What follows belongs to an exercise in optimizing a design on an open flow for small area, a short achievable clock period and few clock cycles per item; a production flow would make more cautious choices. In this exercise RTL edits were held to simulation tests only and were not proved equivalent to the original.

`design/flow/run.sh`:
```
#!/bin/bash
# synth_recipe.tcl (not shown) runs the flow's synth.tcl, then flattens the netlist and writes it again
# the make line also repeats each setting of config.mk as NAME=value (left out here)
make -C /OpenROAD-flow-scripts/flow DESIGN_CONFIG=/design/flow/config.mk WORK_HOME=/design/flow/orfs CLKGATE_MAP_FILE= SYNTH_SCRIPT=/design/flow/synth_recipe.tcl finish
```
`design/flow/constraint.sdc`:
```
create_clock -name core_clock -period 32.0 [get_ports {clk}]
set_input_delay 6.4000 -clock core_clock [delete_from_list [all_inputs] [get_ports {clk}]]
set_output_delay 6.4000 -clock core_clock [all_outputs]
set_load 0.01 [all_outputs]
```
`design/flow/config.mk`:
```
export PLATFORM = sky130hd
export DESIGN_NAME = kiln_pe
export DESIGN_NICKNAME = kiln_pe
export VERILOG_FILES = /design/flow/design.v
export SDC_FILE = /design/flow/constraint.sdc
export NUM_CORES = 4
export LEC_CHECK = 0
export CAP_MARGIN = 20
export CORE_MARGIN = 2
export CORE_UTILIZATION = 40
export SLEW_MARGIN = 20
```
`design/flow/design.v`:
```
module kiln_pe_lzc #(
    parameter W  = 24,
    parameter CW = 5
) (
    input  wire [W-1:0]  x,
    output reg  [CW-1:0] cnt
);
    integer i;
    always @* begin
        cnt = W[CW-1:0];
        for (i = 0; i < W; i = i + 1)
            if (x[i]) cnt = CW'(W - 1 - i);
    end
endmodule
module kiln_pe_fpdec (
    input  wire [3:0]        fmt,
    input  wire [15:0]       x,
    input  wire [7:0]        scale,
    output reg               sign,
    output reg  [10:0]       sig,
    output reg  signed [9:0] ex,
    output reg               is_inf,
    output reg               is_nan,
    output reg               is_zero
);
    reg [7:0]        e;       
    reg [7:0]        ee;      
    reg signed [9:0] k;       
    always @* begin
        sign   = 1'b0;
        sig    = 11'd0;
        e      = 8'd0;
        k      = 10'sd0;
        is_inf = 1'b0;
        is_nan = 1'b0;
        case (fmt)
            4'h0: begin  
                sign = x[7];
                sig  = {3'd0, x[7] ? 8'd0 - x[7:0] : x[7:0]};
            end
            4'h1: begin  
                sig  = {3'd0, x[7:0]};
            end
            4'h7: begin  
                sign   = x[15];
                e      = {3'd0, x[14:10]};
                sig    = {(x[14:10] != 5'd0), x[9:0]};
                k      = -10'sd77;
                is_inf = (x[14:10] == 5'h1F) && (x[9:0] == 10'd0);
                is_nan = (x[14:10] == 5'h1F) && (x[9:0] != 10'd0);
            end
            4'h8: begin  
                sign   = x[15];
                e      = x[14:7];
                sig    = {3'd0, (x[14:7] != 8'd0), x[6:0]};
                k      = -10'sd186;
                is_inf = (x[14:7] == 8'hFF) && (x[6:0] == 7'd0);
                is_nan = (x[14:7] == 8'hFF) && (x[6:0] != 7'd0);
            end
            4'h9: begin  
                sign   = x[7];
                e      = {4'd0, x[6:3]};
                sig    = {7'd0, (x[6:3] != 4'd0), x[2:0]};
                k      = -10'sd62;
                is_nan = (x[6:0] == 7'h7F);
            end
            4'hA: begin  
                sign   = x[7];
                e      = {3'd0, x[6:2]};
                sig    = {8'd0, (x[6:2] != 5'd0), x[1:0]};
                k      = -10'sd69;
                is_inf = (x[6:2] == 5'h1F) && (x[1:0] == 2'd0);
                is_nan = (x[6:2] == 5'h1F) && (x[1:0] != 2'd0);
            end
            default: begin  
                sign   = x[3];
                e      = {6'd0, x[2:1]};
                sig    = {9'd0, (x[2:1] != 2'd0), x[0]};
                k      = -10'sd54;
            end
        endcase
        ee = (e == 8'd0) ? 8'd1 : e;
        ex = $signed({2'd0, ee}) + $signed({2'd0, scale}) + k;
        is_zero = (sig == 11'd0) && !is_inf && !is_nan;
        if (scale == 8'hFF) begin
            is_nan  = 1'b1;
            is_inf  = 1'b0;
            is_zero = 1'b0;
        end
    end
endmodule
module kiln_pe (
    input  wire        clk,
    input  wire        rst,           
    input  wire        in_valid,      
    input  wire        in_first,      
    input  wire        in_last,       
    input  wire [3:0]  fmt_a,
    input  wire [3:0]  fmt_b,
    input  wire [15:0] a,
    input  wire [15:0] b,
    input  wire [7:0]  scale_a,
    input  wire [7:0]  scale_b,
    input  wire [31:0] in_init,       
    output reg         out_valid,
    output wire [31:0] out_acc,
    output wire        out_knv,       
    output wire        out_kof,       
    output wire        out_iov        
);
    localparam [31:0] QNAN = 32'h7FC0_0000;
    reg        r_v, r_f, r_l;
    reg [3:0]  r_fa, r_fb;
    reg [15:0] r_a, r_b;
    reg [7:0]  r_sa, r_sb;
    reg [31:0] r_init;
    always @(posedge clk) begin
        if (rst) begin
            r_v <= 1'b0;
            r_f <= 1'b0;
            r_l <= 1'b0;
        end else begin
            r_v <= in_valid;
            r_f <= in_valid & in_first;
            r_l <= in_valid & in_last;
        end
        r_fa   <= fmt_a;
        r_fb   <= fmt_b;
        r_a    <= a;
        r_b    <= b;
        r_sa   <= scale_a;
        r_sb   <= scale_b;
        r_init <= in_init;
    end
    wire is_int = (r_fa[3:1] == 3'b000);
    wire is_lns = (r_fa == 4'hC);
    wire               da_s, db_s, da_inf, db_inf, da_nan, db_nan, da_z, db_z;
    wire [10:0]        da_sig, db_sig;
    wire signed [9:0]  da_x, db_x;
    kiln_pe_fpdec u_deca (
        .fmt(r_fa), .x(r_a), .scale(r_sa), .sign(da_s), .sig(da_sig), .ex(da_x),
        .is_inf(da_inf), .is_nan(da_nan), .is_zero(da_z)
    );
    kiln_pe_fpdec u_decb (
        .fmt(r_fb), .x(r_b), .scale(r_sb), .sign(db_s), .sig(db_sig), .ex(db_x),
        .is_inf(db_inf), .is_nan(db_nan), .is_zero(db_z)
    );
    wire [21:0] fsig = da_sig * db_sig;
    wire [5:0]        la = r_a[5:0];
    wire [5:0]        lb = r_b[5:0];
    wire signed [5:0] lq = {la[4], la[4:0]} + {lb[4], lb[4:0]};
    reg  [23:0]       lm;
    always @* begin
        case (lq[1:0])
            2'd0:    lm = 24'h80_0000;
            2'd1:    lm = 24'h98_37F0;
            2'd2:    lm = 24'hB5_04F3;
            default: lm = 24'hD7_44FD;
        endcase
    end
    wire l_nan  = (la == 6'h30) || (lb == 6'h30) || (r_sa == 8'hFF) || (r_sb == 8'hFF);
    wire l_zero = (la == 6'h10) || (lb == 6'h10);
    wire [23:0]        u_m  = is_lns ? lm : {2'b00, fsig};
    wire signed [10:0] base = is_lns
        ? $signed({{7{lq[5]}}, lq[5:2]}) + $signed({3'd0, r_sa}) + $signed({3'd0, r_sb}) - 11'sd127
        : $signed({da_x[9], da_x}) + $signed({db_x[9], db_x});
    wire [23:0] capbit;
    genvar gi;
    generate
        for (gi = 0; gi < 24; gi = gi + 1) begin : g_cap
            assign capbit[gi] = (base == 11'sd24 - gi);
        end
    endgenerate
    wire [4:0]  n_lz;
    kiln_pe_lzc #(.W(24), .CW(5)) u_lzp (.x(u_m | capbit), .cnt(n_lz));
    wire [23:0]        n_m = u_m << n_lz;
    wire signed [10:0] n_e = base - $signed({6'd0, n_lz});
    wire [10:0] rsh = 11'sd1 - base;
    wire [4:0]  rs  = (rsh > 11'd26) ? 5'd27 : rsh[4:0];
    reg  [26:0] dn;
    reg         dst;
    integer     j;
    always @* begin
        dn  = {u_m, 3'b000};
        dst = 1'b0;
        for (j = 0; j < 5; j = j + 1)
            if (rs[j]) begin
                dst = dst | |(dn & ((27'd1 << (1 << j)) - 27'd1));
                dn  = dn >> (1 << j);
            end
    end
    reg         p_s, p_nan, p_gnan, p_inf;
    reg [23:0]  p_m;
    reg [8:0]   p_e;
    reg [2:0]   p_t;
    always @* begin
        p_nan  = 1'b0;
        p_gnan = 1'b0;
        p_inf  = 1'b0;
        p_t    = 3'd0;
        if (base < 11'sd1) begin
            p_m = dn[26:3];
            p_t = {dn[2:1], dn[0] | dst};
            p_e = 9'd1;
        end else begin
            p_m = n_m;
            p_e = (n_e > 11'sd256) ? 9'd256 : n_e[8:0];
        end
        if (is_lns) begin
            p_s   = la[5] ^ lb[5];
            p_nan = l_nan;
            if (l_zero) begin
                p_s = 1'b0;
                p_m = 24'd0;
                p_e = 9'd0;
                p_t = 3'd0;
            end
        end else begin
            p_s    = da_s ^ db_s;
            p_gnan = !da_nan && !db_nan && ((da_inf && db_z) || (da_z && db_inf));
            p_nan  = da_nan || db_nan || p_gnan;
            p_inf  = !p_nan && (da_inf || db_inf);
            if (da_z || db_z) begin
                p_m = 24'd0;
                p_e = 9'd0;
                p_t = 3'd0;
            end
        end
        if (is_int)
            p_m = {8'd0, fsig[15:0]};
        if (!r_v) begin
            p_s    = 1'b1;
            p_m    = 24'd0;
            p_e    = 9'd0;
            p_t    = 3'd0;
            p_nan  = 1'b0;
            p_gnan = 1'b0;
            p_inf  = 1'b0;
        end
    end
    reg        q_v, q_f, q_l, q_int;
    reg        q_s, q_nan, q_gnan, q_inf;
    reg [23:0] q_m;
    reg [8:0]  q_e;
    reg [2:0]  q_t;
    reg [31:0] q_init;
    always @(posedge clk) begin
        if (rst) begin
            q_v <= 1'b0;
            q_f <= 1'b0;
            q_l <= 1'b0;
        end else begin
            q_v <= r_v;
            q_f <= r_f;
            q_l <= r_l;
        end
        if (r_v)
            q_int <= is_int;
        q_s    <= p_s;
        q_nan  <= p_nan;
        q_gnan <= p_gnan;
        q_inf  <= p_inf;
        q_m    <= p_m;
        q_e    <= p_e;
        q_t    <= p_t;
        q_init <= r_init;
    end
    reg [31:0] acc;
    reg        knv, kof, iov;
    wire [31:0] ac = q_f ? q_init : acc;
    wire [32:0] isum = {ac[31], ac} + {{16{q_s}}, {1'b0, q_m[15:0]} ^ {17{q_s}}} + {32'd0, q_s};
    wire        iovf = isum[32] ^ isum[31];
    wire        a_s   = ac[31];
    wire [7:0]  a_ef  = ac[30:23];
    wire        a_sub = (a_ef == 8'd0);
    wire        a_max = (a_ef == 8'hFF);
    wire        a_nan = a_max && (ac[22:0] != 23'd0);
    wire        a_inf = a_max && (ac[22:0] == 23'd0);
    wire [8:0]  a_e   = {1'b0, a_ef[7:1], a_ef[0] | a_sub};
    wire [23:0] a_m   = {!a_sub, ac[22:0]};
    wire        p_big = {q_e, q_m} >= {a_e, a_m};
    wire [9:0]  d_pa  = {1'b0, q_e} - {1'b0, a_e};
    wire [9:0]  d_ap  = {1'b0, a_e} - {1'b0, q_e};
    wire        x_s   = p_big ? q_s : a_s;
    wire        y_s   = p_big ? a_s : q_s;
    wire [8:0]  x_e   = p_big ? q_e : a_e;
    wire [26:0] x_x   = p_big ? {q_m, q_t} : {a_m, 3'd0};
    wire [26:0] y_x   = p_big ? {a_m, 3'd0} : {q_m, q_t};
    wire [9:0]  d     = p_big ? d_pa : d_ap;
    wire [4:0]  ash   = (d > 10'd26) ? 5'd27 : d[4:0];
    reg  [26:0] yal;
    reg         yst;
    integer     k;
    always @* begin
        yal = y_x;
        yst = 1'b0;
        for (k = 0; k < 5; k = k + 1)
            if (ash[k]) begin
                yst = yst | |(yal & ((27'd1 << (1 << k)) - 27'd1));
                yal = yal >> (1 << k);
            end
    end
    wire        sub = x_s ^ y_s;
    wire [26:0] y_al = {yal[26:1], yal[0] | yst};
    wire [27:0] sum  = {1'b0, x_x} + ({1'b0, y_al} ^ {28{sub}}) + {27'd0, sub};
    wire        s_zero = (sum == 28'd0);
    wire [26:0] lcap;
    genvar gk;
    generate
        for (gk = 0; gk < 27; gk = gk + 1) begin : g_lcap
            assign lcap[gk] = (x_e == 9'd27 - gk);
        end
    endgenerate
    wire [4:0]  s_lz;
    kiln_pe_lzc #(.W(27), .CW(5)) u_lzs (.x(sum[26:0] | lcap), .cnt(s_lz));
    wire [26:0] sl = sum[26:0] << s_lz;
    wire [23:0] r_m  = sum[27] ? sum[27:4] : sl[26:3];
    wire        r_g  = sum[27] ? sum[3]    : sl[2];
    wire        r_st = sum[27] ? |sum[2:0] : |sl[1:0];
    wire [9:0]  r_e  = sum[27] ? {1'b0, x_e} + 10'd1 : {1'b0, x_e} - {5'd0, s_lz};
    wire        up   = r_g & (r_st | r_m[0]);
    wire [7:0]  r_ef = r_m[23] ? r_e[7:0] : 8'd0;
    wire [30:0] rnd  = {r_ef, r_m[22:0]} + {30'd0, up};
    wire        ovf  = (r_m[23] && r_e >= 10'd255) || (rnd[30:23] == 8'hFF);
    reg [31:0] f_res;
    reg        f_nv, f_of;
    always @* begin
        f_nv = 1'b0;
        f_of = 1'b0;
        if (q_nan || a_nan) begin
            f_res = QNAN;
            f_nv  = q_gnan && !a_nan;
        end else if (a_inf && q_inf && (a_s != q_s)) begin
            f_res = QNAN;
            f_nv  = 1'b1;
        end else if (a_inf || q_inf) begin
            f_res = {a_inf ? a_s : q_s, 8'hFF, 23'd0};
        end else if (s_zero) begin
            f_res = {x_s & y_s, 31'd0};
        end else if (ovf) begin
            f_res = {x_s, 8'hFF, 23'd0};
            f_of  = 1'b1;
        end else begin
            f_res = {x_s, rnd};
        end
    end
    always @(posedge clk) begin
        if (q_int) begin
            acc <= isum[31:0];
            knv <= 1'b0;
            kof <= 1'b0;
            iov <= (q_f ? 1'b0 : iov) | iovf;
        end else begin
            acc <= f_res;
            knv <= (q_f ? 1'b0 : knv) | f_nv;
            kof <= (q_f ? 1'b0 : kof) | f_of;
            iov <= 1'b0;
        end
    end
    always @(posedge clk) begin
        if (rst)
            out_valid <= 1'b0;
        else
            out_valid <= q_v & q_l;
    end
    assign out_acc = acc;
    assign out_knv = knv;
    assign out_kof = kof;
    assign out_iov = iov;
endmodule
```
==> summary.txt <==
Logic synthesis
  • Syn nets: 4646
  • Async SR Flop Fraction: 0
  • Synth Area per Inst: between 7 and 8 um2
  • Post-synth EDFFs: 1
  • Cells after synthesis: 4204
  • Post-synthesis mux area share: 0.0558
  • Netlist cell types: 117
  • Synth Area in Compound Gates: 0.281
  • Post-synthesis adder-cell area fraction: 0.169
  • Warning count from the yosys run: 4
  • Simple-gate share of the synthesized area: 0.227
  • Register area share after synthesis: 0.135
  • Combinational family with the most area after synthesis: compound AO/OA/AOI/OAI gates
  • Xor and xnor area share after synthesis: 0.0604
  • Mapped Area: 0.0303 mm2
  • Yosys reg bits: 203
  • Main synth FF type: dfxtp_1

Placement
  • Inst Count DP: 5136
  • Placer Congestion: 1.04
  • Setup WS pre-CTS: 14830 ps
  • Port-buffer cells: about 130
  • Post-detail-place hpwl: about 110 mm
  • Placed cell areas: 0.0324 mm2

Worst setup path
  • Startpoint types: register
  • Crit path largest cell delay: 850 ps
  • Crit-path most repeated cell: a21oi_1
  • Worst setup EP type: register
  • Worst reg2reg path startpoint: q_f$_SDFF_PP0_
  • Critical Path RT: 32420 ps
  • Delay-heaviest family, CP: compound AO/OA/AOI/OAI gates
  • Critical path class: register to register
  • CP max FO: 34
  • Worst Path Arrival: 18150 ps
  • Buffer and inverter count on the worst path: 6
  • Worst reg2reg endpoint: acc[9]$_DFF_P_
  • Worst reg-to-reg setup slack: 14270 ps
  • Slowest CP cell: a41oi_2
  • R2R depth: 59

Flow run
  • Max_cap viols: 0

Status
  • Status: complete, no violations

Detailed routing
  • DRT met1 WL: approximately 52 mm
  • DR vias/cell: 6.35
  • Wire length per cell: 25.5 um
  • Routed via count: 32.9k
  • DRT iter0 DRCs: roughly 3.5k
  • Routed WL: around 130 mm
  • Post-route DRC: 0
  • DR WL met3: 11.0 mm
  • Max Used Layer: met4
  • DR pass1 iterations: 8
  • Routed Antenna Nets: 0
  • WL met2: between 60 and 70 mm

GRT
  • Tot GR Track Use: 0.328
  • Largest net degree at the start of global routing: 72
  • Initial antenna violation count: 0
  • GR Overflow Total: 0
  • Vias in the first global route: 31.3k
  • First-pass GRT wire length: 197 mm

STA
  • Final Hold Vio Count: 0
  • Setup Viol. Count Final: 0
  • Final min period: 17730 ps
  • RSZ-0062 raised after global routing: no
  • Final WS setup: 14270 ps
  • Achievable Freq: 56.4 MHz
  • Slew HR: 0.235
  • Fin crit share: 0.554
  • Final max-slew violation count: 0
  • Worst slew pin tran: 1140 ps
  • Setup tns final: 0 ps
  • Clock Skew: 41.7 ps

Clocking
  • CTS tree: built
  • Clk slew on worst S/H paths: 60 ps
  • Hold_buf cts: 0
  • Num CTS Buffers: 26
  • Clk Latency, worst-skew pair: ~590 ps
  • Root Driver: clkbuf_16
  • Clock Sinks: 203
  • Clock Path Buffers: 3
  • H-tree levels: 1
  • Post-CTS setup buffer count: 0
  • Post-CTS sizing: 0

Floorplanning
  • Die area: a little under 0.08 mm2
  • Row Count: 100
  • CORE AREA: between 0.07 and 0.08 mm2
  • Die Y: 279 um
  • Die Wd: 279 um
  • Starting density of the core: 0.405
  • # IOs: 129

Min path
  • Hold Path Class: register to register
  • Start point of the worst min-delay path: r_init[17]$_DFF_P_
  • Worst hold stages: 0
  • Hold Crit Endpoint: q_init[17]$_DFF_P_

Layout
  • Final Cell Area: 0.0333 mm2
  • Post-layout net count: 4638
  • Syn-to-layout area delta: 9.91%
  • Share of cells above drive strength 1: 0.0505
  • N_diodes: 0
  • Commonest cells after routing, fill and taps aside: nand2_1, nor2_1, a21oi_1, inv_1, o21ai_0
  • Most common cell after layout, fill and taps aside: nand2_1
  • Post-route insts no fill: 5184
registers in the layout, indices dropped and copies added (netlist names), 3 cells and up:
| register | count |
|---|---|
| r_b | 16 |
| r_fa | 4 |
| q_init | 32 |
| r_init | 32 |
| r_a | 16 |
| r_sb | 8 |
| q_e | 9 |
| q_m | 24 |
| r_sa | 8 |
| acc | 32 |
| r_fb | 4 |
| q_t | 3 |
cell usage after synthesis (62+ instances only):
cell type	count	area (um2)
a21o_1	65	488
a21oi_1	364	1820
clkbuf_1	164	616
dfxtp_1	202	4040
fa_1	101	2020
ha_1	248	3100
inv_1	318	1190
mux2i_1	137	1370
nand2_1	398	1490
nand3_1	114	571
nor2_1	369	1390
nor3_1	147	736
o211ai_1	62	465
o21ai_0	253	1270
o21bai_1	63	473
xnor2_1	141	1230
xor2_1	66	578
routing by layer:
| metal | vias up | GRT usage |
|---|---|---|
| met2 | 1808 | 0.546 |
| li1 | 15200 | - |
| met3 | 425 | 0.0506 |
| met5 | - | 0 |
| met1 | 15500 | 0.411 |
| met4 | 0 | 0.163 |
worst register-to-register path, delay by kind of cell (launching register included):
kind | cells | cell delay, ps
simple gates | 15 | 3990
mux | 2 | 700
xor+xnor | 2 | 710
compound gates | 30 | 8340
flops | 1 | 310
fa+ha+maj | 4 | 1640
buf+inv | 6 | 1910
final cells by class:
cell class	count	area, um2
Clock buffer	33	718
Clock inverter	14	179
Fill cell	7733	41400
Inverter	326	1230
Multi-Input combinational cell	3443	24100
Sequential cell	203	4080
Tap cell	969	1210
Timing Repair Buffer	196	1790
worst max-delay path by stage:
| stage | from | to | slack (ps) | depth (start not counted) |
|---|---|---|---|---|
| after global placement | q_f$_SDFF_PP0_ | acc[17]$_DFF_P_ | 15260 | 60 |
| after CTS | q_f$_SDFF_PP0_ | acc[9]$_DFF_P_ | 14790 | 59 |
| after floorplan | q_f$_SDFF_PP0_ | acc[11]$_DFF_P_ | 18080 | 65 |
| after global routing | q_f$_SDFF_PP0_ | acc[9]$_DFF_P_ | 13090 | 59 |
| after detailed placement | q_f$_SDFF_PP0_ | acc[17]$_DFF_P_ | 14830 | 59 |
| final | q_f$_SDFF_PP0_ | acc[9]$_DFF_P_ | 14270 | 59 |
cells by family (layout without fill, tap and decap cells):
family                     count (synthesis)  in the layout
AOI/OAI and AO/OA                       1293           1293
xor gates and xnor gates                 208            208
buffers and inverters                    558            569
adders and majority gates                349            349
DFF                                      203            203
muxes                                    161            161
and+or+nand+nor                         1432           1432
stage by stage:
stage                util  hold WS [ps]
finish              0.445           313
global route        0.445           327
CTS                 0.445           320
detailed placement  0.433           314
global placement    0.433           311
floorplan               -           310
Testbench counts, summed over its fixed seeds: cycles 19,387, steps 19,363.

==> afterwards: timing with drivers on the ports <==
Ports are ideal in the flow. The routed layout listed here was re-timed in OpenROAD.
Step 1 (the two cells are an assumption about what drives the block):
set clk [get_ports {clk}]
set_driving_cell -lib_cell sky130_fd_sc_hd__clkbuf_16 $clk
set_driving_cell -lib_cell sky130_fd_sc_hd__buf_2 [delete_from_list [all_inputs] $clk]
Step 2 adds t to the input delays and takes it off the output delays; t is the mean of the earliest and latest rising clock arrival at the registers after step 1. Input paths then give back, and output paths get back, about the clock's delay inside the block.
a / b / c = ideal ports / drivers / drivers and shift; a / b = the first two.
t (ns): 0.629
setup WS [ns]: 14.275 / 14.275 / 14.275
worst hold slack (ns): 0.313 / 0.313 / 0.313
latest minus earliest clock arrival (ns): 0.042 / 0.043
worst register clock-pin slew, ns: 0.07 / 0.07
After both steps this run still meets setup and hold. The setup slack of this run moves by 0.000 ns with the drivers and by 0.000 ns with both steps.
